This design comes from an exercise in tuning for small area, a short achievable clock period and few clock cycles per item on the open sky130 flow, not from production work.
Function was not checked in any run shown here: the RTL went through the layout flow alone.
Power is estimated from default activity; no workload was simulated.

### flow/config.mk
export PLATFORM = sky130hd
export DESIGN_NAME = whorl_rsq
export DESIGN_NICKNAME = whorl_rsq
export VERILOG_FILES = /design/flow/design.v
export SDC_FILE = /design/flow/constraint.sdc
export NUM_CORES = 4
export LEC_CHECK = 0
export CAP_MARGIN = 20
export CORE_MARGIN = 2
export CORE_UTILIZATION = 40
export PLACE_DENSITY = 0.6
export SETUP_SLACK_MARGIN = 5
export SLEW_MARGIN = 20
### flow/constraint.sdc
create_clock -name core_clock -period 11.0 [get_ports {clk}]
set_input_delay 2.2000 -clock core_clock [delete_from_list [all_inputs] [get_ports {clk}]]
set_output_delay 2.2000 -clock core_clock [all_outputs]
set_load 0.01 [all_outputs]
### flow/design.v
module whorl_rsq (
    input             clk,
    input             rst,           
    input             in_valid,
    output            in_ready,
    input             in_sqrt,       
    input      [31:0] in_a,
    output reg        out_valid,
    output reg [31:0] out_res,
    output reg        out_sat,
    output reg        out_divz,
    output reg        out_domain
);
    reg  [31:0]  M;
    reg          rdy, first;
    reg          sq;                         
    reg          nf;                         
    reg          f_spc, f_hi, f_mid, f_lo, f_sat, f_divz, f_dom;
    reg  [32:0]  S;                          
    reg          s;                          
    reg  [31:0]  E;                          
    reg          bdv;                        
    assign in_ready = rdy;
    wire accept = in_valid & rdy;
    wire last   = M[0] & !M[1];
    wire [31:0] a       = in_a;
    wire        a_zero  = (a == 32'd0);
    wire        sm_pos  = !a[31] & (a[30:28] == 3'd0) & (!a[27] | (a[26:0] == 27'd0));
    wire        sm_neg  = a[31] & (a[30:27] == 4'hF);
    wire        a_m27   = sm_neg & (a[26:0] == 27'd0);             
    wire        a_max   = !a[31] & (a[30:0] == 31'h7FFF_FFFF);
    wire        spc_in  = in_sqrt ? (a[31] | a_max) : (sm_pos | sm_neg);
    wire        rcp_z3  = a[31] ? !a[30] : (a[30] & (a[29] | (a[28:2] != 27'd0)));
    wire        rcp_z2  = a[31] ? !(a[30] & a[29]) : (a[30] | (a[29] & (a[28:1] != 28'd0)));
    wire        rcp_z1  = a[31] ? (a[30:28] != 3'b111)
                                : (a[30] | a[29] | (a[28] & (a[27:0] != 28'd0)));
    wire        sq_z1   = (a[30:29] == 2'd0);
    wire        sq_z2   = (a[30:27] == 4'd0);
    wire        sq_z3   = (a[30:25] == 6'd0);
    reg  [32:0] s_init;
    reg  [31:0] m_init;
    reg         b_init;
    always @* begin
        b_init = 1'b0;
        if (in_sqrt) begin
            if (sq_z3) begin
                s_init = {5'b11111, a[24:0], 3'b000};            
                m_init = 32'h07FF_FFFF;
            end else if (sq_z2) begin
                s_init = {4'b1111, a[26:0], 2'b00};              
                m_init = 32'h0FFF_FFFF;
            end else if (sq_z1) begin
                s_init = {3'b111, a[28:0], 1'b0};                
                m_init = 32'h1FFF_FFFF;
            end else begin
                s_init = {2'b11, a[30:0]};                       
                m_init = 32'h3FFF_FFFF;
            end
        end else if (rcp_z3) begin                               
            s_init = a[31] ? {33'h0_7FFF_FFF8 | {31'd0, a[29:28]}}
                           : {33'h0_8000_0004 | {31'd0, a[29:28]}};
            m_init = 32'h0FFF_FFFF;
            b_init = a[27];
        end else if (rcp_z2) begin                               
            s_init = a[31] ? {33'h0_3FFF_FFFC | {31'd0, a[30:29]}}
                           : {33'h0_4000_0000 | {31'd0, a[30:29]}};
            m_init = 32'h1FFF_FFFF;
            b_init = a[28];
        end else if (rcp_z1) begin                               
            s_init = a[31] ? {33'h0_1FFF_FFFE | {32'd0, a[30]}}
                           : {33'h0_2000_0000 | {32'd0, a[30]}};
            m_init = 32'h3FFF_FFFF;
            b_init = a[29];
        end else begin                                           
            s_init = a[31] ? 33'h0_0FFF_FFFF : 33'h0_1000_0000;
            m_init = 32'h7FFF_FFFF;
            b_init = a[30];
        end
        if (spc_in)
            m_init = 32'h0000_0001;
    end
    wire [32:0] Mx   = {1'b0, M};
    wire [31:0] oh   = M & ~Mx[32:1];                    
    wire [31:0] mk   = Mx[32:1];                         
    wire [31:0] ohp  = {oh[30:0], 1'b0};                 
    wire [31:0] ohpp = {oh[29:0], 2'b00};                
    wire [31:0] msub = sq ? (mk | ohpp) : 32'd0;         
    wire [31:0] madd = sq ? (ohp | oh) : 32'd0;          
    wire [32:0] Y    = s ? {1'b0, ~(E & ~madd)} : {1'b1, E & ~msub};
    wire        cin  = s ? nf : !nf;
    wire [32:0] R    = S + Y + {32'd0, cin};
    wire        b    = !R[32];
    wire        bd   = sq ? b : bdv;                     
    wire        bdn  = (|(E & {1'b0, oh[31:1]})) ^ !nf;  
    always @(posedge clk) begin
        if (rst) begin
            M         <= 32'd0;
            rdy       <= 1'b1;
            out_valid <= 1'b0;
        end else begin
            out_valid <= last;
            if (accept) begin
                M   <= m_init;
                rdy <= spc_in;
            end else begin
                M   <= {1'b0, M[31:1]};
                rdy <= !M[2];
            end
        end
    end
    always @(posedge clk) begin
        first <= accept;
        if (accept) begin
            sq     <= in_sqrt;
            nf     <= !in_sqrt & a[31];
            f_spc  <= spc_in;
            f_hi   <= !in_sqrt & a[31];
            f_mid  <= !a[31];
            f_lo   <= !in_sqrt & !a[31];
            f_sat  <= !in_sqrt & (sm_pos | sm_neg) & !a_zero & !a_m27;
            f_divz <= !in_sqrt & a_zero;
            f_dom  <= in_sqrt & a[31];
            S      <= s_init;
            s      <= in_sqrt;
            E      <= in_sqrt ? 32'hFFFF_FFFF : (a[31] ? a : ~a);
            bdv    <= b_init;
        end else begin
            S   <= {R[31:0], bd};
            s   <= R[32];
            E   <= E & ~((sq & !s) ? ohpp : 32'd0);
            bdv <= bdn;
        end
        if (first & f_spc)
            out_res <= {f_hi, f_mid, {30{f_lo}}};
        else if (first)
            out_res <= {{31{nf}}, b ^ nf};
        else
            out_res <= {out_res[30:0], b ^ nf};
        if (last) begin
            out_sat    <= f_sat;
            out_divz   <= f_divz;
            out_domain <= f_dom;
        end
    end
endmodule
### flow/run.sh
#!/bin/bash
# synth_recipe.tcl (not shown) runs the flow's synth.tcl, then flattens the netlist and writes it again
# the make line also repeats each setting of config.mk as NAME=value (left out here)
make -C /OpenROAD-flow-scripts/flow DESIGN_CONFIG=/design/flow/config.mk WORK_HOME=/design/flow/orfs CLKGATE_MAP_FILE= SYNTH_SCRIPT=/design/flow/synth_recipe.tcl finish
==> results.py, run 1 <==
metrics = {
    "yosys": {
        "synth_cell_type_count": 75,
        "ys_ff_latch": 144,
        "synth_edf_count": 13,
        "yosysWarnings": 1,
        "syn_area_um2": 9330,
        "synth_async_sr_flop_share_pct": 0,
        "syn_inst": 1210,
        "yosys_most_used_dff": "dfxtp_1",
        "ys_seq_area_share_pct": 32.3,
        "syn_nets": 1281,
        "syn_area_per_cell_um2": 7.71,
    },
    "timing": {
        "slew_headroom_pct": 26.6,
        "period_needed_ns": 4.83,
        "fin_skew_ns": 0.0143,
        "fin_setup_tns_ns": 0,
        "fin_crit_sh_pct": 43.9,
        "rsz0062_at_grt": "false",
        "final.setup.worst_slack_ns": 6.17,
        "drv_slew": 0,
        "tightestPinTransition_ns": 1.10,
        "finalSetupViolCount": 0,
        "fmax_mhz": 207,
        "hold_viol_final": 0,
    },
    "layout": {
        "nets": 1288,
        "layout-drive-gt1-share_pct": 5.53,
        "area_growth_pct": 15.1,
        "n_antenna_cell": 0,
    },
    "clock_tree": {
        "clockBufferDepth": 2,
        "cts_setup_buffers": 0,
        "clock_latency_ns": 0.43,
        "cts_resized": 0,
        "cts_hold_buf": 0,
        "root_buffer": "clkbuf_16",
        "clock_sinks": 144,
        "path_clk_slew_ns": 0.07,
        "cts_buffers": 17,
        "htreeDepth": 4,
        "cts_tree": "done",
    },
    "critical_path": {
        "crit_path_start_kind": "input pin",
        "crit_path_max_fanout": 27,
        "cp-end-kind": "flop",
        "required_ns": 11.32,
        "cp.arrival_ns": 5.14,
        "path_class": "input pin to flop",
    },
    "placement": {
        "place_congestion": 0.929,
        "dp_slack_ns": 5.80,
        "port_buffers": 72,
        "dpl.hpwl_um": 20500,
    },
    "detailed_routing": {
        "vias_per_cell": 5.77,
        "drc": 0,
        "drt_iter0_markers": 812,
        "first_pass_iters": 5,
        "avgRoutedWirePerCell_um": 18.5,
        "via_count": 8898,
        "ant_nets": 0,
        "routed_wl_um": 28600,
    },
    "grt": {
        "grt_overflow": 0,
        "grt_max_degree": 93,
        "grt_pass1_vias": 8026,
        "antenna_found_initial": 1,
        "track_usage_pct": 23.4,
        "grt_first_pass_wirelength_um": 45000,
    },
    "floorplanning": {
        "core_area_um2": 22800,
        "die_h_um": 157,
        "ios": 73,
        "die_w_um": 157,
        "dieArea_um2": 24600,
        "start_util_pct": 41.0,
        "placementRows": 55,
    },
    "pwr": {
        "p_per_area_nw_per_um2": 284,
        "p_leak_uw": 0.00395,
        "irDropWorstVdd_mv": 0.110,
    },
    "hold_path": {
        "min_path_type": "flop to flop",
    },
    "outcome": {
        "status": "finished clean",
    },
    "run": {
        "drv_cap": 0,
    },
}
layer usage:
metal  global-route usage [%]  vias up  share of wire [%]
met5                        0        -              0.045
met4                     8.26        2                2.4
met3                     3.16       48                5.0
met2                     35.7      298                 44
met1                     33.8     4159                 48
li1                         -     4391                  -
area by class of cell:
type                    count  area [µm²]
repair buffers             80         771
clock inverters            14         160
fillers                  2296       12000
well taps                 313         392
clock buffers              18         429
inverters                  53         200
multi-input cells         921        5770
flip-flops and latches    144        3010
logic make-up (layout without fill, tap and decap cells):
family / count (synthesis) / after routing / synth area share, %
buf+inv: 145 / 165 / 6.21
flops: 144 / 144 / 32.3
xor+xnor: 59 / 59 / 5.54
fa+ha+maj: 35 / 35 / 4.85
simple gates: 285 / 285 / 14.7
mux: 27 / 27 / 3.06
compound gates: 515 / 515 / 33.3
power breakdown:
part	total, µW	internal (µW)	switching [µW]
clock	585	324	261
sequential	750	668	82.0
combinational	1720	688	1030
total	3050	1680	1370
cell usage in the layout, fill, tap and decap left out, types with 29 or more instances in the layout:
cell type,synthesis,final
a21oi_1,156,156
nor2b_1,39,39
o21ai_0,170,169
o21a_1,33,33
nor2_1,56,53
o211ai_1,29,29
clkdlybuf4s50_1,0,70
ha_1,33,33
inv_1,50,50
xor2_1,44,44
nand2_1,112,111
dfxtp_1,131,130
a31oi_1,33,33
state kept, by name, indices dropped and copies added (netlist names):
| name | count |
|---|---|
| E | 32 |
| M | 31 |
| S | 33 |
| bdv | 1 |
| f_divz | 1 |
| f_dom | 1 |
| f_hi | 1 |
| f_lo | 1 |
| f_mid | 1 |
| f_sat | 1 |
| f_spc | 1 |
| first | 1 |
| out_divz | 1 |
| out_domain | 1 |
| out_res | 32 |
| out_sat | 1 |
| out_valid | 1 |
| rdy | 1 |
| s | 1 |
| sq | 1 |
final timing paths:
check            end  cells after the start  startpoint  slack (ns)
max reg2reg        s                     13          sq        6.87
max            M[18]                      9    in_a[30]        6.17
min          out_sat                      0       f_sat        0.43
min reg2reg  out_sat                      0       f_sat        0.43
cell usage after synthesis (all sizes together) (6+ instances only):
master	number	area, µm²
mux2i	25	263
a211oi	8	65.1
edfxtp	13	390
o21a	33	248
ha	33	413
a221oi	9	78.8
clkbuf	69	259
nand2b	8	50.1
xnor2	15	131
a22oi	16	120
nor2	57	221
buf	23	121
dfxtp	131	2620
nor3	16	85.1
a22o	6	52.6
nand3	16	92.6
xor2	44	385
a21oi	158	806
o21bai	6	45.0
inv	51	191
nor4	7	56.3
nor2b	39	244
nand2	113	427
o211ai	29	218
and3	6	37.5
nand4	10	62.6
o21ai	173	870
a31oi	34	219
a21o	13	97.6
critical path, cell delays in order:
cell,delay [ns]
clkdlybuf4s50_1,0.77
clkinv_1,0.36
nor3_2,0.49
nand4_1,0.14
nor3_1,0.16
a21oi_1,0.17
mux2i_4,0.36
a21oi_4,0.27
o21a_1,0.20
through the flow:
step | hold WS, ns | power, µW | cells | cell area, µm² | util (%)
floorplan | 0.400 | 2000 | 1210 | 9330 | -
global placement | 0.401 | 2430 | 1511 | 10100 | 44.5
detailed placement | 0.414 | 2440 | 1511 | 10100 | 44.6
CTS | 0.431 | 3030 | 1543 | 10700 | 47.1
global route | 0.439 | 3280 | 1543 | 10700 | 47.1
finish | 0.430 | 3050 | 1543 | 10700 | 47.1
==> inputs of run 2 (changes only) <==
--- a/flow/design.v
+++ b/flow/design.v
@@ -23,6 +23,7 @@
     assign in_ready = rdy;
     wire accept = in_valid & rdy;
     wire last   = M[0] & !M[1];
+    wire stop   = first & f_spc;                 
     wire [31:0] a       = in_a;
     wire        a_zero  = (a == 32'd0);
     wire        sm_pos  = !a[31] & (a[30:28] == 3'd0) & (!a[27] | (a[26:0] == 27'd0));
@@ -30,10 +31,12 @@
     wire        a_m27   = sm_neg & (a[26:0] == 27'd0);             
     wire        a_max   = !a[31] & (a[30:0] == 31'h7FFF_FFFF);
     wire        spc_in  = in_sqrt ? (a[31] | a_max) : (sm_pos | sm_neg);
-    wire        rcp_z3  = a[31] ? !a[30] : (a[30] & (a[29] | (a[28:2] != 27'd0)));
-    wire        rcp_z2  = a[31] ? !(a[30] & a[29]) : (a[30] | (a[29] & (a[28:1] != 28'd0)));
+    wire        rcp_z3  = a[31] ? !a[30]
+                                : (a[30] & (a[29] | a[28] | a[27] | a[26]));
+    wire        rcp_z2  = a[31] ? !(a[30] & a[29])
+                                : (a[30] | (a[29] & (a[28] | a[27] | a[26])));
     wire        rcp_z1  = a[31] ? (a[30:28] != 3'b111)
-                                : (a[30] | a[29] | (a[28] & (a[27:0] != 28'd0)));
+                                : (a[30] | a[29] | (a[28] & (a[27] | a[26] | a[25])));
     wire        sq_z1   = (a[30:29] == 2'd0);
     wire        sq_z2   = (a[30:27] == 4'd0);
     wire        sq_z3   = (a[30:25] == 6'd0);
@@ -76,8 +79,6 @@
             m_init = 32'h7FFF_FFFF;
             b_init = a[30];
         end
-        if (spc_in)
-            m_init = 32'h0000_0001;
     end
     wire [32:0] Mx   = {1'b0, M};
     wire [31:0] oh   = M & ~Mx[32:1];                    
@@ -98,13 +99,13 @@
             rdy       <= 1'b1;
             out_valid <= 1'b0;
         end else begin
-            out_valid <= last;
+            out_valid <= last | stop;
             if (accept) begin
                 M   <= m_init;
                 rdy <= spc_in;
             end else begin
-                M   <= {1'b0, M[31:1]};
-                rdy <= !M[2];
+                M   <= stop ? 32'd0 : {1'b0, M[31:1]};
+                rdy <= stop | !M[2];
             end
         end
     end
@@ -136,7 +137,7 @@
             out_res <= {{31{nf}}, b ^ nf};
         else
             out_res <= {out_res[30:0], b ^ nf};
-        if (last) begin
+        if (last | stop) begin
             out_sat    <= f_sat;
             out_divz   <= f_divz;
             out_domain <= f_dom;
==> results.py, run 2 <==
metrics = {
    "outcome": {
        "status": "finished clean",
    },
    "pwr": {
        "irDropWorstVdd_mv": 0.124,
        "p_leak_uw": 0.00407,
        "power.total_uw": 3190,
        "p_per_area_nw_per_um2": 301,
    },
    "floorplanning": {
        "ios": 73,
        "placementRows": 55,
        "start_util_pct": 40.7,
        "die_w_um": 156,
        "core_area_um2": 22600,
        "die_h_um": 156,
        "dieArea_um2": 24200,
    },
    "layout": {
        "nets": 1288,
        "largest_reg_flops": 33,
        "layout-drive-gt1-share_pct": 5.44,
        "final_core_util_pct": 47.1,
        "area_growth_pct": 15.6,
        "regMostFlops": "S",
        "n_antenna_cell": 0,
        "reg_top3": "S (33), E (32), out_res (32)",
        "final_common_cell": "nand2_1",
        "final_cells": 1516,
        "final_cell_mix": "nand2_1 (154), o21ai_0 (149), a21oi_1 (145), dfxtp_1 (130), clkdlybuf4s50_1 (71)",
    },
    "yosys": {
        "yosys_most_used_dff": "dfxtp_1",
        "synth_async_sr_flop_share_pct": 0,
        "syn_nets": 1283,
        "yosys-top-cells-area": "dfxtp_1 (29%), o21ai_0 (8.2%), a21oi_1 (7.9%)",
        "synth_top_area_share_pct": 28.5,
        "synth_edf_count": 13,
        "ys_seq_area_share_pct": 32.8,
        "syn_area_um2": 9190,
        "yosysMostFrequentCell": "nand2_1",
        "syn_area_per_cell_um2": 7.58,
        "yosysTopAreaCell": "dfxtp_1",
        "synth.top_cells.by_count": "nand2_1 (154), o21ai_0 (150), a21oi_1 (145)",
        "syn_inst": 1213,
        "yosysWarnings": 1,
        "ys_ff_latch": 144,
        "synth_cell_type_count": 68,
    },
    "clock_tree": {
        "htreeDepth": 4,
        "clockBufferDepth": 2,
        "path_clk_slew_ns": 0.07,
        "cts_setup_buffers": 0,
        "cts_hold_buf": 0,
        "cts_tree": "done",
        "cts_resized": 0,
        "cts_buffers": 17,
        "root_buffer": "clkbuf_16",
        "clock_sinks": 144,
        "clock_latency_ns": 0.44,
    },
    "detailed_routing": {
        "drc": 0,
        "ant_nets": 0,
        "vias_per_cell": 5.92,
        "drt_iter0_markers": 856,
        "first_pass_iters": 5,
        "via_count": 8973,
        "routed_wl_um": 30100,
        "avgRoutedWirePerCell_um": 19.9,
    },
    "critical_path": {
        "crit_path_max_fanout": 18,
        "startpoint": "in_a[29]",
        "required_ns": 11.29,
        "cp.arrival_ns": 5.11,
        "reg2reg_from": "s",
        "r2r_setup_slack_ns": 6.49,
        "r2r_cells": 13,
        "rr_endpoint": "S[25]",
        "cp-end-kind": "flop",
        "crit_path_start_kind": "input pin",
        "path_class": "input pin to flop",
    },
    "timing": {
        "fin_crit_sh_pct": 43.9,
        "drv_slew": 0,
        "fin_skew_ns": 0.0129,
        "rsz0062_at_grt": "false",
        "tightestPinTransition_ns": 1.16,
        "fmax_mhz": 207,
        "finalSetupViolCount": 0,
        "slew_headroom_pct": 22.3,
        "fin_setup_tns_ns": 0,
        "final.setup.worst_slack_ns": 6.18,
        "hold_viol_final": 0,
        "period_needed_ns": 4.82,
    },
    "grt": {
        "track_usage_pct": 24.8,
        "grt_first_pass_wirelength_um": 46500,
        "grt_max_degree": 71,
        "grt_overflow": 0,
        "grt_pass1_vias": 8160,
        "antenna_found_initial": 0,
    },
    "hold_path": {
        "min_path_cells": 0,
        "min_path_type": "flop to flop",
        "whs_endpoint": "out_divz",
        "min_from": "f_divz",
    },
    "placement": {
        "place_congestion": 0.941,
        "dpl.hpwl_um": 20700,
        "dp_slack_ns": 5.81,
        "port_buffers": 72,
        "dpl.cell_count": 1484,
    },
    "run": {
        "drv_cap": 0,
    },
}
==> run 2: how the worst max path moves through the flow <==
stage	slack [ns]	to	cells after the start
2_1_floorplan	7.21	S[6]	10
3_3_place_gp	5.89	S[4]	8
3_5_place_dp	5.81	S[4]	8
4_1_cts	6.29	S[4]	8
5_1_grt	5.95	S[4]	8
6_report	6.18	S[4]	8
==> run 2: power breakdown <==
| part | internal [µW] | switching, µW | leakage [µW] | total [µW] |
|---|---|---|---|---|
| clock | 342 | 281 | 0.000308 | 623 |
| sequential | 680 | 93.2 | 0.00123 | 773 |
| combinational | 721 | 1080 | 0.00254 | 1800 |
==> run 2: stage by stage <==
stage	cell area (µm²)	hold WS, ns
2_1_floorplan	9190	0.400
3_3_place_gp	9990	0.413
3_5_place_dp	9990	0.416
4_1_cts	10600	0.433
5_1_grt	10600	0.439
6_report	10600	0.429
==> run 2: layout make-up <==
cell class | count | area [µm²]
fill | 2278 | 12000
timing repair buffer | 83 | 798
clock buffer | 18 | 450
tap | 285 | 357
clock inverter | 14 | 185
sequential | 144 | 3010
multi-input combinational | 926 | 5640
inverter | 46 | 173
==> run 2: routing by layer <==
| layer | GRT usage, % | vias up | wire length, µm |
|---|---|---|---|
| li1 | - | 4376 | - |
| met2 | 38.4 | 329 | 13300 |
| met3 | 5.19 | 50 | 2270 |
| met1 | 34.2 | 4218 | 13800 |
| met5 | 0 | - | 0 |
| met4 | 8.87 | 0 | 767 |
==> run 2: logic make-up (layout without fill, tap and decap cells) <==
| logic type | count (synthesis) | after routing | synth area share (%) |
|---|---|---|---|
| AO/OA/AOI/OAI | 464 | 464 | 30.3 |
| XOR/XNOR | 62 | 62 | 5.91 |
| adder cells (fa/ha/maj) | 34 | 34 | 4.79 |
| buffers and inverters | 143 | 161 | 6.13 |
| flip-flops | 144 | 144 | 32.8 |
| multiplexers | 29 | 29 | 3.19 |
| AND/OR/NAND/NOR | 337 | 337 | 16.9 |
==> run 2: worst max-delay path, stage by stage <==
cell and delay (ns):
clkdlybuf4s50_1 0.75, or2_1 0.49, nor2_1 0.17, nand2_1 0.33, nor3_2 0.77, o21ai_0 0.21
nand2_1 0.10, o211ai_1 0.08

-- port drivers added, routing unchanged --
How much do the figures lean on ideal ports? The routed layouts below were timed once more, with nothing changed but the port constraints. Step 1 sets driving cells, clkbuf_16 on the clock port and buf_2 on the other inputs (assumed; they add their load-dependent delay and slew). Step 2 times the ports against the registers' clock, not the clock port: input delays grow and output delays shrink by t, the midpoint of the rising clock arrivals with the driver on. Three values: ideal ports, drivers, drivers and shift; two values: the first two.
| run | t (ns) | setup slack, ns | latest minus earliest clock arrival (ns) | worst register clock-pin slew, ns | worst data-port slew with drivers (ns) |
|---|---|---|---|---|---|
| run 1 | 0.466 | 6.174 / 6.186 / 5.720 | 0.016 / 0.016 | 0.07 / 0.07 | 0.03 |
| run 2 | 0.482 | 6.176 / 6.200 / 5.718 | 0.013 / 0.013 | 0.08 / 0.08 | 0.04 |
After both steps setup and hold are still met in every run listed. For run 2, which loses most, drivers alone change the setup slack by +0.024 ns; drivers and shift together by -0.458 ns.
